From an optimization exercise on the open Yosys and OpenROAD flow, aimed at small area, a short achievable clock period and few clock cycles; shortcuts taken in it are not production practice. Only simulation tests tie the RTL to the original design; equivalence was not proved.

$ cat run.sh
#!/bin/bash
# synth_recipe.tcl (not shown) runs the flow's synth.tcl, then flattens the netlist and writes it again
# the make line also repeats each setting of config.mk as NAME=value (left out here)
make -C /OpenROAD-flow-scripts/flow DESIGN_CONFIG=/design/flow/config.mk WORK_HOME=/design/flow/orfs CLKGATE_MAP_FILE= SYNTH_SCRIPT=/design/flow/synth_recipe.tcl finish
$ cat config.mk
export PLATFORM = sky130hd
export DESIGN_NAME = tread_muldiv
export DESIGN_NICKNAME = tread_muldiv
export VERILOG_FILES = /design/flow/design.v
export SDC_FILE = /design/flow/constraint.sdc
export NUM_CORES = 4
export LEC_CHECK = 0
export CAP_MARGIN = 20
export CORE_MARGIN = 2
export CORE_UTILIZATION = 40
export SLEW_MARGIN = 20
$ cat constraint.sdc
create_clock -name core_clock -period 13.0 [get_ports {clk}]
set_input_delay 2.6000 -clock core_clock [delete_from_list [all_inputs] [get_ports {clk}]]
set_output_delay 2.6000 -clock core_clock [all_outputs]
set_load 0.01 [all_outputs]
$ cat design.v
module tread_muldiv (
    input  wire        clk,
    input  wire        rst,
    input  wire        in_valid,
    output wire        in_ready,
    input  wire [3:0]  in_func,
    input  wire [63:0] in_x,
    input  wire [63:0] in_y,
    output reg         out_valid,
    output wire [63:0] out_lo,
    output wire [63:0] out_hi,
    output reg         out_v,
    output reg         out_dz
);
    localparam integer W = 69;    
    reg st_idle, st_mul, st_corr, st_move, st_align, st_iter, st_fix;
    reg  [64:0] A;
    reg  [63:0] B;
    reg  [64:0] M;
    reg  [6:0]  cnt;         
    reg         xp;          
    reg         msgn;        
    reg         mulh;        
    reg         prepped;     
    reg         dadd;        
    assign in_ready = st_idle;
    assign out_lo   = B;
    assign out_hi   = A[63:0];
    wire in_sgn = (in_func == 4'h0) | (in_func == 4'h1) |
                  (in_func == 4'h3) | (in_func == 4'h8);
    wire [2:0] bw0 = {B[1:0], xp};
    wire [2:0] bw1 = B[3:1];
    wire b0_s1 = bw0[0] ^ bw0[1];
    wire b0_s2 = (bw0 == 3'b100) | (bw0 == 3'b011);
    wire b0_ng = bw0[2] & ~(bw0[1] & bw0[0]);
    wire b1_s1 = bw1[0] ^ bw1[1];
    wire b1_s2 = (bw1 == 3'b100) | (bw1 == 3'b011);
    wire b1_ng = bw1[2] & ~(bw1[1] & bw1[0]);
    reg r0_s1, r0_s2, r0_inv, r0_c, r1_s1, r1_s2, r1_ng, x_cin;
    always @* begin
        r0_s1 = 1'b0; r0_s2 = 1'b0; r0_inv = 1'b0; r0_c = 1'b0;
        r1_s1 = 1'b0; r1_s2 = 1'b0; r1_ng = 1'b0; x_cin = 1'b0;
        if (st_mul) begin
            r0_s1 = b0_s1; r0_s2 = b0_s2; r0_inv = b0_ng; r0_c = b0_ng;
            r1_s1 = b1_s1; r1_s2 = b1_s2; r1_ng = b1_ng;
        end else if (st_corr) begin
            r0_s1 = 1'b1;
        end else if (st_iter) begin
            r0_s1 = 1'b1; r0_inv = ~dadd; r0_c = ~dadd;
        end else if (st_fix) begin
            r0_s1 = ~(A[64] & M[64]); x_cin = M[64];
        end else begin
            r0_inv = 1'b1;
        end
    end
    wire [W-1:0] mx  = {{(W-65){M[64]}}, M};
    wire [W-1:0] mx2 = {mx[W-2:0], 1'b0};
    wire [W-1:0] row0 = (({W{r0_s1}} & mx) | ({W{r0_s2}} & mx2)) ^ {W{r0_inv}};
    wire [W-1:0] row1m = (({W{r1_s1}} & mx) | ({W{r1_s2}} & mx2)) ^ {W{r1_ng}};
    wire [W-1:0] row1 = {row1m[W-3:0], r1_ng, r0_c};
    wire [W-1:0] ax   = {{(W-65){A[64]}}, A};
    wire [W-1:0] cs_s = ax ^ row0 ^ row1;
    wire [W-1:0] cs_c = {(ax[W-2:0] & row0[W-2:0]) | (ax[W-2:0] & row1[W-2:0]) |
                         (row0[W-2:0] & row1[W-2:0]), r1_ng};
    wire [W-1:0] sum  = cs_s + cs_c + {{(W-1){1'b0}}, r1_ng | x_cin};
    wire [6:0] lz_a, lz_m;
    tread_lzc64 u_lza (.v(A[63:0] ^ {64{A[64]}}), .lz(lz_a));
    tread_lzc64 u_lzm (.v(M[63:0] ^ {64{M[64]}}), .lz(lz_m));
    wire [7:0] sh = {1'b0, lz_m} - {1'b0, lz_a};    
    wire       sh_neg = sh[7];
    wire       sh_ge16 = ~sh[7] & (sh[6:4] != 3'd0);
    wire       sh_ge4  = ~sh[7] & (sh[6:2] != 5'd0);
    wire       sh_zero = (sh == 8'd0);
    wire       sh_last = sh_ge16 ? (sh[6:0] == 7'd16) :
                         sh_ge4  ? (sh[6:0] == 7'd4)  : (sh[6:0] == 7'd1);
    wire m_zero = lz_m[6] & ~M[64];
    wire v_case = (A == {2'b11, 63'd0}) & (&M) & ~prepped;
    wire fill   = A[64] ^ M[64];
    wire fit = (sum[W-1] == A[64]);
    wire skip    = (cnt <= 7'd48) & ((B[15:0] == 16'h0000 & ~xp) | (B[15:0] == 16'hFFFF & xp));
    wire [6:0] cnt_mul = cnt + (skip ? 7'd16 : 7'd4);
    wire xp_mul  = skip ? xp : B[3];
    wire mul_end = (cnt_mul == 7'd64);
    always @(posedge clk) begin
        out_valid <= 1'b0;
        if (st_idle) begin
            A       <= in_func[3] ? {in_sgn & in_x[63], in_x} : 65'd0;
            B       <= in_x;
            M       <= {in_sgn & in_y[63], in_y};
            cnt     <= 7'd0;
            xp      <= 1'b0;
            msgn    <= in_sgn;
            mulh    <= (in_func == 4'h1) | (in_func == 4'h2);
            prepped <= 1'b0;
            out_v   <= 1'b0;
            out_dz  <= 1'b0;
            if (in_valid) begin
                st_idle  <= 1'b0;
                st_mul   <= ~in_func[3];
                st_align <= in_func[3];
            end
        end
        if (st_mul) begin
            if (skip) begin
                A <= {{16{A[64]}}, A[64:16]};
                B <= {A[15:0], B[63:16]};
            end else begin
                A <= sum[68:4];
                B <= {sum[3:0], B[63:4]};
            end
            xp  <= xp_mul;
            cnt <= cnt_mul;
            if (mul_end) begin
                st_mul <= 1'b0;
                if (~msgn & xp_mul) st_corr <= 1'b1;
                else if (mulh)      st_move <= 1'b1;
                else begin st_idle <= 1'b1; out_valid <= 1'b1; end
            end
        end
        if (st_corr) begin
            A <= sum[64:0];
            st_corr <= 1'b0;
            if (mulh) st_move <= 1'b1;
            else begin st_idle <= 1'b1; out_valid <= 1'b1; end
        end
        if (st_move) begin
            B <= A[63:0];
            st_move <= 1'b0;
            st_idle <= 1'b1; out_valid <= 1'b1;
        end
        if (st_align) begin
            dadd <= fill;
            if (m_zero | v_case) begin
                B       <= A[63:0];
                A       <= 65'd0;
                out_dz  <= m_zero;
                out_v   <= ~m_zero;
                st_align <= 1'b0;
                st_idle <= 1'b1; out_valid <= 1'b1;
            end else if (M[64] & ~prepped) begin
                A       <= sum[64:0];
                prepped <= 1'b1;
            end else begin
                B <= {64{fill}};
                if (sh_neg) begin
                    st_align <= 1'b0;
                    if (A[64] | M[64]) st_fix <= 1'b1;
                    else begin st_idle <= 1'b1; out_valid <= 1'b1; end
                end else if (sh_zero) begin
                    st_align <= 1'b0;
                    st_iter  <= 1'b1;
                end else begin
                    if (sh_ge16) begin
                        M <= {M[48:0], 16'd0};
                        cnt <= cnt + 7'd16;
                    end else if (sh_ge4) begin
                        M <= {M[60:0], 4'd0};
                        cnt <= cnt + 7'd4;
                    end else begin
                        M <= {M[63:0], 1'b0};
                        cnt <= cnt + 7'd1;
                    end
                    if (sh_last) begin
                        st_align <= 1'b0;
                        st_iter  <= 1'b1;
                    end
                end
            end
        end
        if (st_iter) begin
            if (fit) A <= sum[64:0];
            B <= {B[62:0], fit ^ dadd};
            if (cnt != 7'd0) begin
                M   <= {M[64], M[64:1]};
                cnt <= cnt - 7'd1;
            end else begin
                st_iter <= 1'b0;
                if (A[64] | M[64]) st_fix <= 1'b1;
                else begin st_idle <= 1'b1; out_valid <= 1'b1; end
            end
        end
        if (st_fix) begin
            A <= sum[64:0];
            st_fix  <= 1'b0;
            st_idle <= 1'b1; out_valid <= 1'b1;
        end
        if (rst) begin
            st_idle  <= 1'b1;
            st_mul   <= 1'b0;
            st_corr  <= 1'b0;
            st_move  <= 1'b0;
            st_align <= 1'b0;
            st_iter  <= 1'b0;
            st_fix   <= 1'b0;
            out_valid <= 1'b0;
        end
    end
endmodule
module tread_lzc64 (
    input  wire [63:0] v,
    output wire [6:0]  lz
);
    wire [31:0] z1;
    wire [31:0] c1;
    genvar i;
    generate
        for (i = 0; i < 32; i = i + 1) begin : l1
            assign z1[i] = ~(v[2*i+1] | v[2*i]);
            assign c1[i] = ~v[2*i+1];
        end
    endgenerate
    wire [15:0] z2;
    wire [31:0] c2;
    generate
        for (i = 0; i < 16; i = i + 1) begin : l2
            assign z2[i] = z1[2*i+1] & z1[2*i];
            assign c2[2*i+1:2*i] = z1[2*i+1] ? {1'b1, c1[2*i]} : {1'b0, c1[2*i+1]};
        end
    endgenerate
    wire [7:0] z3;
    wire [23:0] c3;
    generate
        for (i = 0; i < 8; i = i + 1) begin : l3
            assign z3[i] = z2[2*i+1] & z2[2*i];
            assign c3[3*i+2:3*i] = z2[2*i+1] ? {1'b1, c2[4*i+1:4*i]} : {1'b0, c2[4*i+3:4*i+2]};
        end
    endgenerate
    wire [3:0] z4;
    wire [15:0] c4;
    generate
        for (i = 0; i < 4; i = i + 1) begin : l4
            assign z4[i] = z3[2*i+1] & z3[2*i];
            assign c4[4*i+3:4*i] = z3[2*i+1] ? {1'b1, c3[6*i+2:6*i]} : {1'b0, c3[6*i+5:6*i+3]};
        end
    endgenerate
    wire [1:0] z5;
    wire [9:0] c5;
    generate
        for (i = 0; i < 2; i = i + 1) begin : l5
            assign z5[i] = z4[2*i+1] & z4[2*i];
            assign c5[5*i+4:5*i] = z4[2*i+1] ? {1'b1, c4[8*i+3:8*i]} : {1'b0, c4[8*i+7:8*i+4]};
        end
    endgenerate
    wire z6 = z5[1] & z5[0];
    wire [5:0] c6 = z5[1] ? {1'b1, c5[4:0]} : {1'b0, c5[9:5]};
    assign lz = z6 ? 7'd64 : {1'b0, c6};
endmodule
==> impl.org <==
** STA
- Fin. Hold Viols :: 0
- Maximum clock frequency :: 133 MHz
- Fin Setup TNS :: 0 ns
- Setup violations remaining at the end of the flow were counted as 0.
- Relative slew margins :: 0.254
- Dividing the final minimum period by the clock period gives 0.578.
- For the finished layout, the period the worst path requires is 7.51 ns.
- Worst clock skew :: 0.0131 ns
- At the pin with the least slew margin, the transition time is 1.12 ns.
- Setup repair after global routing left no endpoint under its margin.
- The max-slew violation count is 0.

** Worst setup path
- Crit Reg-Reg Endpoint :: A[59]
- Start-to-end type of the worst setup path :: reg2reg
- In this run the register-to-register setup slack is 5.49 ns.
- Worst Path Max Fanout :: 55
- Delay of the slowest cell on the worst path :: 0.87 ns
- The startpoint identified for the worst register-to-register timing path is st_iter.
- Crit-path most repeated cell :: sky130_fd_sc_hd__a21oi_1
- Series of cell instances along the critical path :: inv_1 -> nor4_1 -> a31oi_1 -> o31a_2 -> buf_4 -> xor2_1 -> fa_1 -> ha_1 -> a21oi_1 -> o21ai_0 -> a21oi_1 -> a21oi_1 -> o41ai_2 -> a31oi_4 -> o31ai_4 -> nand2b_1 -> a22oi_2 -> a211oi_2
- FF-to-FF path depth :: 18
- Crit path DAT :: 8.03 ns
- Kind of capture point of the worst setup path :: flip-flop
- Data on the critical path is required at its endpoint by 13.53 ns.
- Slowest cell on crit path :: sky130_fd_sc_hd__nand2b_1
- Element type at the critical path start :: flip-flop

** GRT
- Number of global-route vias before repair :: 28400
- Entering global routing, the biggest net connects 192 pins.
- For this run, global-route usage on met1 was measured as 0.476.
- Overall track demand over capacity in global routing :: 0.347
- Global-route wire length before repair :: 189000 um
- Layer with the highest usage :: met2
- Met3 demand-to-capacity share in global routing :: 0.0674
- Initial antenna violation count :: 1
- For this run, global-route usage on met2 was measured as 0.511.
- For this run the aggregate overflow at the end of global routing stands at 0.

** Placed design
- Once detailed placement completed, the half-perimeter wirelength came to 91700 um.
- Once placement finished, the instance area stood at 29500 um2.
- Number of buffers added on ports :: 266
- RD Place Congestion :: 1.04

** CTS
- In this run the number of H-tree levels came out at 1.
- Number of CTS-inserted buffers :: 29
- Root buffer cell :: sky130_fd_sc_hd__clkbuf_16
- Post-CTS Resized :: 0
- The number of hold buffers added after CTS was 0.
- Clock latency on the worst-skew pair :: 0.61 ns
- CTS tree :: yes
- Post-CTS setup buffer count :: 0
- No sink is reached through more buffers than the 3 on the longest clock path.
- Clock edge transition at the registers on the reported setup and hold paths :: 0.06 ns
- CTS saw 216 sinks.

** Yosys
- Warnings, synthesis :: 1
- Synth cell count leaders :: sky130_fd_sc_hd__nand2_1, sky130_fd_sc_hd__a21oi_1, sky130_fd_sc_hd__nor2_1
- Counting flops and latches in the post-synthesis netlist gives 216.
- Predominant post-synthesis flop cell :: sky130_fd_sc_hd__dfxtp_1
- Async S/R FF share, synth :: 0
- Synthesized net count :: 4158
- Fraction of the yosys area taken by sequential cells :: 0.160
- Of the post-synthesis cell area, the dominant cell type holds 0.154.
- Area of the mapped netlist :: 27400 um2
- Number of synthesized flops with an enable pin :: 5
- After synthesis, the cell types taking the most area are sky130_fd_sc_hd__dfxtp_1, sky130_fd_sc_hd__a21oi_1, sky130_fd_sc_hd__nand2_1.
- Most frequent cell after synthesis :: sky130_fd_sc_hd__nand2_1
- The biggest area contributor in the post-synthesis netlist is sky130_fd_sc_hd__dfxtp_1.
- Synthesis produced 3862 cells.
- Library cells used by synthesis :: 104
- Each instance of the synthesized netlist takes up on average 7.09 um2.

** Final layout
- The number of antenna diodes in the final layout is 0.
- Compared with the post-synthesis result, the final layout area differs by 11.5%.
- Final design area excluding fillers :: 30500 um2
- Share of post-route cells with drive strength above 1 :: 0.0520
- After filler insertion, the fill cell instance count of the layout stands at 6988.
- Net total in the final layout :: 4040

** Routing
- Antenna-violating nets left :: 0
- Total iterations of the first detailed-routing run :: 8
- In the routed layout, each cell is associated on average with a via count of 6.68.
- After the first detailed-routing iteration, the DRC count stood at 4328.
- The final route contains 31000 vias.
- Drt wl/cell :: 27.6 um
- Total DRC errors in the routed layout :: 0
- After detailed routing, the total wire length is 128000 um.

** Floorplanning
- From bottom edge to top edge, the die measures 266 um.
- Initial Utilization :: 0.406
- The die covers 70500 um2.
- The die is 266 um wide.
- After floorplanning, the core was sized to cover 67400 um2.
- Rows :: 95
- Num ports :: 267

** Worst hold path
- Hold Path End :: cnt[0]
- In this run the most critical hold path is launched from cnt[0].
- The worst hold path belongs to the class reg2reg.
- Instance count along the most critical hold path :: 2

** Run
- Across the run, the number of max-cap violations was 0.

** Run status
- The flow ran to the end and the layout has no timing, DRC or antenna violations.
## state kept, by name, indices dropped and copies added, names as in the netlist, 7 cells and up
signal	cells
cnt	7
A	65
M	65
B	64
## cell families after synthesis
group	share of synthesized area
AOI/OAI and AO/OA	0.369
DFF	0.160
xor gates and xnor gates	0.0682
muxes	0.0195
adders and majority gates	0.0931
buffers and inverters	0.0920
and+or+nand+nor	0.199
## cell type report
| cell class | instances | area [um2] | area share |
|---|---|---|---|
| Clock inverter | 6 | 95.1 | 0.00312 |
| Sequential cell | 216 | 4390 | 0.144 |
| Multi-Input combinational cell | 3070 | 20500 | 0.673 |
| Clock buffer | 47 | 883 | 0.0290 |
| Timing Repair Buffer | 326 | 3130 | 0.102 |
| Inverter | 101 | 380 | 0.0125 |
| Tap cell | 873 | 1090 | 0.0358 |
## cells in the final DEF, fill, tap and decap left out, types with 11 or more instances in the layout
cell type | netlist | layout
sky130_fd_sc_hd__ha_1 | 90 | 90
sky130_fd_sc_hd__inv_1 | 97 | 94
sky130_fd_sc_hd__o22ai_1 | 96 | 96
sky130_fd_sc_hd__o21bai_1 | 17 | 17
sky130_fd_sc_hd__o21ai_0 | 202 | 201
sky130_fd_sc_hd__nand4_1 | 37 | 37
sky130_fd_sc_hd__xor2_1 | 87 | 87
sky130_fd_sc_hd__and3_1 | 21 | 21
sky130_fd_sc_hd__o221ai_1 | 16 | 16
sky130_fd_sc_hd__a221o_1 | 22 | 22
sky130_fd_sc_hd__nor2b_1 | 108 | 106
sky130_fd_sc_hd__and4_1 | 11 | 11
sky130_fd_sc_hd__a211oi_1 | 94 | 94
sky130_fd_sc_hd__o21ai_1 | 35 | 34
sky130_fd_sc_hd__o31ai_1 | 28 | 28
sky130_fd_sc_hd__clkbuf_16 | 0 | 29
sky130_fd_sc_hd__a22oi_1 | 152 | 152
sky130_fd_sc_hd__buf_4 | 71 | 59
sky130_fd_sc_hd__clkdlybuf4s50_1 | 0 | 266
sky130_fd_sc_hd__a31o_2 | 16 | 16
sky130_fd_sc_hd__xnor2_1 | 126 | 126
sky130_fd_sc_hd__nand2_1 | 414 | 413
sky130_fd_sc_hd__a221oi_1 | 106 | 106
sky130_fd_sc_hd__a21o_1 | 90 | 90
sky130_fd_sc_hd__nand2b_1 | 24 | 24
sky130_fd_sc_hd__mux2i_1 | 51 | 51
sky130_fd_sc_hd__dfxtp_1 | 211 | 205
sky130_fd_sc_hd__fa_1 | 71 | 71
sky130_fd_sc_hd__or3_1 | 16 | 16
sky130_fd_sc_hd__nor3_1 | 55 | 55
sky130_fd_sc_hd__nor4_1 | 20 | 20
sky130_fd_sc_hd__a31oi_1 | 28 | 28
sky130_fd_sc_hd__o211ai_1 | 30 | 30
sky130_fd_sc_hd__nor2_1 | 328 | 327
sky130_fd_sc_hd__a21oi_1 | 359 | 358
sky130_fd_sc_hd__nand3_1 | 65 | 65
sky130_fd_sc_hd__a311oi_1 | 77 | 77
## critical path: cells and delay by family (launching register included)
family                   cells  cell delay, ns
AO/OA/AOI/OAI               11            3.35
adder cells (fa/ha/maj)      2            0.88
XOR/XNOR                     1            0.25
buffers and inverters        2            1.30
AND/OR/NAND/NOR              2            0.98
flip-flops                   1            0.49
## layer usage
layer	part of all wire	vias up	wire (um)
li1	-	13900	-
met1	0.41	14800	53100
met2	0.42	1938	53700
met3	0.11	344	13400
met4	0.061	0	7770
met5	0	-	0
## worst max path at each step
stage	end	from	slack, ns	cells past startpoint
finish	A[59]	st_iter	5.49	18
global route	cnt[2]	A[64]	5.11	24
CTS	A[59]	st_iter	5.70	18
detailed placement	A[59]	st_iter	5.74	18
global placement	A[59]	st_iter	5.84	18
floorplan	M[64]	A[64]	7.36	25
## stage by stage
stage                     cells  setup slack (ns)  utilization  hold slack, ns
final                      4639              5.49        0.453           0.492
after CTS                  4639              5.70        0.453           0.487
after detailed placement   4586              5.74        0.438           0.479
after floorplan            3862              7.36            -           0.432
after global placement     4586              5.84        0.438           0.474
after global routing       4639              5.11        0.453           0.512
Testbench counts, summed over its fixed seeds: cycles 64,888.

-- re-timing with driven ports --
The flow's constraints put no driver on any port. The routed layout listed below was extracted and timed again, unchanged, in two steps.
Step 1, drivers: a clkbuf_16 drives clk and a buf_2 each remaining input, both assumed.
Step 2 moves the port delays by t, midway between the first and last clock arrival at a register: inputs arrive t later, outputs are due t later. That takes back most of the time a late clock gives input paths.
Three values: ideal, step 1, step 2; two values: the first two.
t, ns: 0.673
setup WS [ns]: 5.492 / 5.492 / 5.492
hold slack, ns: 0.492 / 0.492 / 0.492
After both steps setup and hold are still met in this run. The setup slack of this run moves by 0.000 ns with the drivers and by 0.000 ns with both steps.
